Background: an optimization exercise with open tools, aiming at small area and a short achievable clock period. Do not read the settings as production practice. Where RTL was checked, it was by simulation tests only, not by an equivalence proof against the original.

Setup of old:
Design dected_codec, start of the top module:
module dected_codec (
    input  wire        clk,
    input  wire        rst_n,
    input  wire        enc_valid,
    input  wire [63:0] enc_data,
    output wire        enc_out_valid,
    output wire [63:0] enc_out_data,
    output wire [14:0] enc_out_check,
    input  wire        dec_valid,
    input  wire [63:0] dec_data,
    input  wire [14:0] dec_check,
    output wire        dec_out_valid,
    output wire [63:0] dec_out_data,
    output wire [14:0] dec_out_check,
    output wire [1:0]  dec_out_corr,
    output wire        dec_out_ue
);
==> flow/config.mk <==
export PLATFORM = sky130hd
export DESIGN_NAME = dected_codec
export DESIGN_NICKNAME = dected_codec
export VERILOG_FILES = /design/flow/design.v
export SDC_FILE = /design/flow/constraint.sdc
export NUM_CORES = 4
export LEC_CHECK = 0
export CAP_MARGIN = 20
export CORE_MARGIN = 2
export CORE_UTILIZATION = 50
export CTS_CLUSTER_DIAMETER = 60
export CTS_CLUSTER_SIZE = 16
export PLACE_DENSITY = 0.65
export SLEW_MARGIN = 20
export TNS_END_PERCENT = 0
export BUFFER_PORTS_ARGS = -buffer_cell sky130_fd_sc_hd__buf_1
export SETUP_SLACK_MARGIN = 9.3
export CTS_BUF_LIST = sky130_fd_sc_hd__clkbuf_8 sky130_fd_sc_hd__clkbuf_16
==> flow/constraint.sdc <==
create_clock -name core_clock -period 13.5 [get_ports {clk}]
set_input_delay 2.7000 -clock core_clock [delete_from_list [all_inputs] [get_ports {clk}]]
set_output_delay 2.7000 -clock core_clock [all_outputs]
set_load 0.01 [all_outputs]
standard.sh (not shown) runs the stock make flow with config.mk's settings and CLKGATE_MAP_FILE= SYNTH_SCRIPT=/design/flow/synth_recipe.tcl, a recipe that flattens the netlist after the stock synthesis.
==> flow/flow/run.sh <==
#!/bin/bash
# Own flow: the standard layout (standard.sh, unchanged synthesis) with
# extra ORFS settings: small port buffers, timing repair aimed below the
# clock period, and smaller clock buffers.  The ORFS tools log to
# orfs/logs/ and standard.log; this script's own output goes to run.log.
set -e
exec > >(tee run.log) 2>&1
cat >> "$FLOW_CONFIG" <<EOC
export BUFFER_PORTS_ARGS = -buffer_cell sky130_fd_sc_hd__buf_1
export SETUP_SLACK_MARGIN = 9.3
export CTS_BUF_LIST = sky130_fd_sc_hd__clkbuf_8 sky130_fd_sc_hd__clkbuf_16
EOC
bash standard.sh > standard.log 2>&1
Having completed the whole flow, old delivered a layout that passed the timing, design-rule and antenna checks.
Relative to old, the following input files were edited for new:
- SETUP_SLACK_MARGIN now 9.5, was 9.3
-- flow/flow/run.sh --
<<< old, line 8
cat >> "$FLOW_CONFIG" <<EOC
export BUFFER_PORTS_ARGS = -buffer_cell sky130_fd_sc_hd__buf_1
export SETUP_SLACK_MARGIN = 9.3
export CTS_BUF_LIST = sky130_fd_sc_hd__clkbuf_8 sky130_fd_sc_hd__clkbuf_16
EOC
>>> new, line 8
cat >> "$FLOW_CONFIG" <<EOC
export BUFFER_PORTS_ARGS = -buffer_cell sky130_fd_sc_hd__buf_1
export SETUP_SLACK_MARGIN = 9.5
export CTS_BUF_LIST = sky130_fd_sc_hd__clkbuf_8 sky130_fd_sc_hd__clkbuf_16
EOC
==> results.txt <==
Every run (new and old) finished clean. Against old, final design instance area without fill in new rose by a few percent. old tops out at a lower clock frequency than new. new vs. old: share of the cycle needed by the critical path after routing went down; number of gates resized after CTS has increased; wire length saw an increase; final critical-path required period shrank by 0.14 ns. Between old and new, the area taken by flip-flops and latches does not differ in any meaningful way. Global-route usage: new and old compared, lower one is old. When new is measured against old, its routed metal-1 wirelength turns out 0.76% higher. Critical path depth, new and old, lower one = new.
No functional check of the RTL was part of any run of this note.

dected_codec, a different RTL version from the one above (not shown whole).
For scale: about 2000 cells after synthesis, ~360 flip-flops, ~310 I/O pins, about 19000 µm² of cells after synthesis.
==> flow/config.mk <==
export PLATFORM = sky130hd
export DESIGN_NAME = dected_codec
export DESIGN_NICKNAME = dected_codec
export VERILOG_FILES = /design/flow/design.v
export SDC_FILE = /design/flow/constraint.sdc
export NUM_CORES = 4
export LEC_CHECK = 0
export CAP_MARGIN = 20
export CORE_MARGIN = 2
export CORE_UTILIZATION = 50
export PLACE_DENSITY = 0.65
export SLEW_MARGIN = 20
export BUFFER_PORTS_ARGS = -buffer_cell sky130_fd_sc_hd__buf_2
export SETUP_SLACK_MARGIN = 9.2
export CTS_BUF_LIST = sky130_fd_sc_hd__clkbuf_4 sky130_fd_sc_hd__clkbuf_8
==> flow/constraint.sdc <==
create_clock -name core_clock -period 13.5 [get_ports {clk}]
set_input_delay 2.7000 -clock core_clock [delete_from_list [all_inputs] [get_ports {clk}]]
set_output_delay 2.7000 -clock core_clock [all_outputs]
set_load 0.01 [all_outputs]
==> flow/flow/run.sh <==
#!/bin/bash
# Own flow: the standard layout (standard.sh, unchanged synthesis) with
# extra ORFS settings: small port buffers, timing repair aimed below the
# clock period, and smaller clock buffers.  The ORFS tools log to
# orfs/logs/ and standard.log; this script's own output goes to run.log.
set -e
exec > >(tee run.log) 2>&1
cat >> "$FLOW_CONFIG" <<EOC
export BUFFER_PORTS_ARGS = -buffer_cell sky130_fd_sc_hd__buf_2
export SETUP_SLACK_MARGIN = 9.2
export CTS_BUF_LIST = sky130_fd_sc_hd__clkbuf_4 sky130_fd_sc_hd__clkbuf_8
EOC
bash standard.sh > standard.log 2>&1
Next try:
--- a/flow/flow/run.sh
+++ b/flow/flow/run.sh
@@ -10 +10 @@
-export SETUP_SLACK_MARGIN = 9.2
+export SETUP_SLACK_MARGIN = 9.7
- SETUP_SLACK_MARGIN: 9.2 -> 9.7
After rerunning: Worst setup slack improves by 0.18 ns. Sequential cell count does not change. Via count grows by 7.5%.
Function was not checked in any run of this note: the RTL went through the layout flow alone.

Setup of run A:
dected_codec, a different RTL version from the one above (not shown whole).
Size: roughly 310 I/O pins.
==> flow/config.mk <==
export PLATFORM = sky130hd
export DESIGN_NAME = dected_codec
export DESIGN_NICKNAME = dected_codec
export VERILOG_FILES = /design/flow/design.v
export SDC_FILE = /design/flow/constraint.sdc
export NUM_CORES = 4
export LEC_CHECK = 0
export CAP_MARGIN = 20
export CORE_MARGIN = 2
export CORE_UTILIZATION = 50
export CTS_CLUSTER_DIAMETER = 60
export CTS_CLUSTER_SIZE = 16
export PLACE_DENSITY = 0.65
export SLEW_MARGIN = 20
export TNS_END_PERCENT = 0
export BUFFER_PORTS_ARGS = -buffer_cell sky130_fd_sc_hd__buf_1
export SETUP_SLACK_MARGIN = 9.5
export CTS_BUF_LIST = sky130_fd_sc_hd__clkbuf_8
==> flow/constraint.sdc <==
create_clock -name core_clock -period 13.5 [get_ports {clk}]
set_input_delay 2.7000 -clock core_clock [delete_from_list [all_inputs] [get_ports {clk}]]
set_output_delay 2.7000 -clock core_clock [all_outputs]
set_load 0.01 [all_outputs]
==> flow/flow/run.sh <==
#!/bin/bash
# Own flow: the standard layout (standard.sh, unchanged synthesis) with
# extra ORFS settings: small port buffers, timing repair aimed below the
# clock period, and smaller clock buffers.  The ORFS tools log to
# orfs/logs/ and standard.log; this script's own output goes to run.log.
set -e
exec > >(tee run.log) 2>&1
cat >> "$FLOW_CONFIG" <<EOC
export BUFFER_PORTS_ARGS = -buffer_cell sky130_fd_sc_hd__buf_1
export SETUP_SLACK_MARGIN = 9.5
export CTS_BUF_LIST = sky130_fd_sc_hd__clkbuf_8
EOC
bash standard.sh > standard.log 2>&1
Relative to run A, the following input files were edited for run B:
- changing CORE_UTILIZATION from 50 to 58
- setting ABC_AREA to 1 for the first time
- changing PLACE_DENSITY from 0.65 to 0.7
- changing SETUP_SLACK_MARGIN from 9.5 to 9.7
diff --git a/flow/flow/run.sh b/flow/flow/run.sh
--- a/flow/flow/run.sh
+++ b/flow/flow/run.sh
@@ -9,3 +9,3 @@
 export BUFFER_PORTS_ARGS = -buffer_cell sky130_fd_sc_hd__buf_1
-export SETUP_SLACK_MARGIN = 9.5
+export SETUP_SLACK_MARGIN = 9.7
 export CTS_BUF_LIST = sky130_fd_sc_hd__clkbuf_8
[summary]
- On global routing met2 resource utilization: between run A and run B, it ends up higher for run B.
- Run B gives less placeable core region than run A did.
- Of run A and run B, the run reporting the lower routed wirelength normalized by instance count was run B.
- The share of post-route cells with drive strength above 1 in run B was lower than what run A gave.
- The worst hold slack of run B is lower than that of run A.
- Row shortest clock period the worst path allows after layout: run B lower / run A higher
The inputs of run C differ from those of run B as listed below.
- PLACE_DENSITY: 0.7 -> 0.65
- CORE_UTILIZATION: 58 -> 50
### Flow results
- In run C relative to run B, average vias per placed instance had gone down by a few percent.
- Diff run B -> run C | DRC marker count from the first detailed-route iteration | decrease of 132
- Run C — number of cells in the finished layout apart from fillers 68 higher, run B as reference
- Relative to run B, worst setup slack has gone up in run C.
- Comparing run B and run C, the higher transition time of the tightest slew-check pin was measured on run B.
- Portion of the layout cell area used by non-clock buffers ends up higher on run B.
#### Input delta (run D over run C)
- SETUP_SLACK_MARGIN: 9.7 -> 9.5
diff --git a/flow/flow/run.sh b/flow/flow/run.sh
--- a/flow/flow/run.sh
+++ b/flow/flow/run.sh
@@ -9,3 +9,3 @@
 export BUFFER_PORTS_ARGS = -buffer_cell sky130_fd_sc_hd__buf_1
-export SETUP_SLACK_MARGIN = 9.7
+export SETUP_SLACK_MARGIN = 9.5
 export CTS_BUF_LIST = sky130_fd_sc_hd__clkbuf_8
Notes after the runs:
- The final net count of run D and that of run C are within noise of each other.
- Going from run C to run D, worst reg2reg path depth grows by 8.
- Run C and run D ended up with roughly the same wire length on met1.
- The master of the slowest instance on the critical path comes out buf_1 in one run and xor2_1 in the other, namely in run D and run C respectively.
- Number of fillers in the final layout in run D is 1.0% higher than in run C

## separate check: timing with driven ports
The results above use ideal ports. As a check the final layouts listed here were re-extracted and re-timed, cells and wires unchanged. Step 1 assumes that a clkbuf_16 drives the clock port and a buf_2 every other input. Step 2 adds t to the input delays and takes it off the output delays; t is the mean of the earliest and latest rising clock arrival at the registers after step 1. Input paths then give back, and output paths get back, about the clock's delay inside the block. Three values: ideal ports, drivers, drivers and shift; two values: the first two.
run	t, ns	slack for setup (ns)	hold WS [ns]	worst setup path after step 2	worst data-port slew with drivers (ns)
old	0.625	9.319 / 9.327 / 8.701	0.325 / 0.325 / 0.325	input to register	0.09
new	0.627	9.463 / 9.444 / 8.817	0.326 / 0.326 / 0.326	input to register	0.10
the first run of note 2	0.686	9.302 / 9.307 / 8.635	0.321 / 0.321 / 0.321	input to register	0.08
the second run of note 2	0.699	9.479 / 9.479 / 8.981	0.307 / 0.307 / 0.307	input to register	0.08
run A	0.666	9.405 / 9.398 / 8.732	0.328 / 0.328 / 0.328	input to register	0.10
run B	0.659	9.561 / 9.590 / 8.931	0.320 / 0.320 / 0.320	input to register	0.08
run C	0.671	9.570 / 9.539 / 8.918	0.317 / 0.317 / 0.317	input to register	0.07
run D	0.671	9.314 / 9.336 / 8.666	0.318 / 0.318 / 0.318	input to register	0.07
After both steps setup and hold are still met in every run listed. The setup slack of run A, which loses most, moves by -0.007 ns with the drivers and by -0.673 ns with both steps.
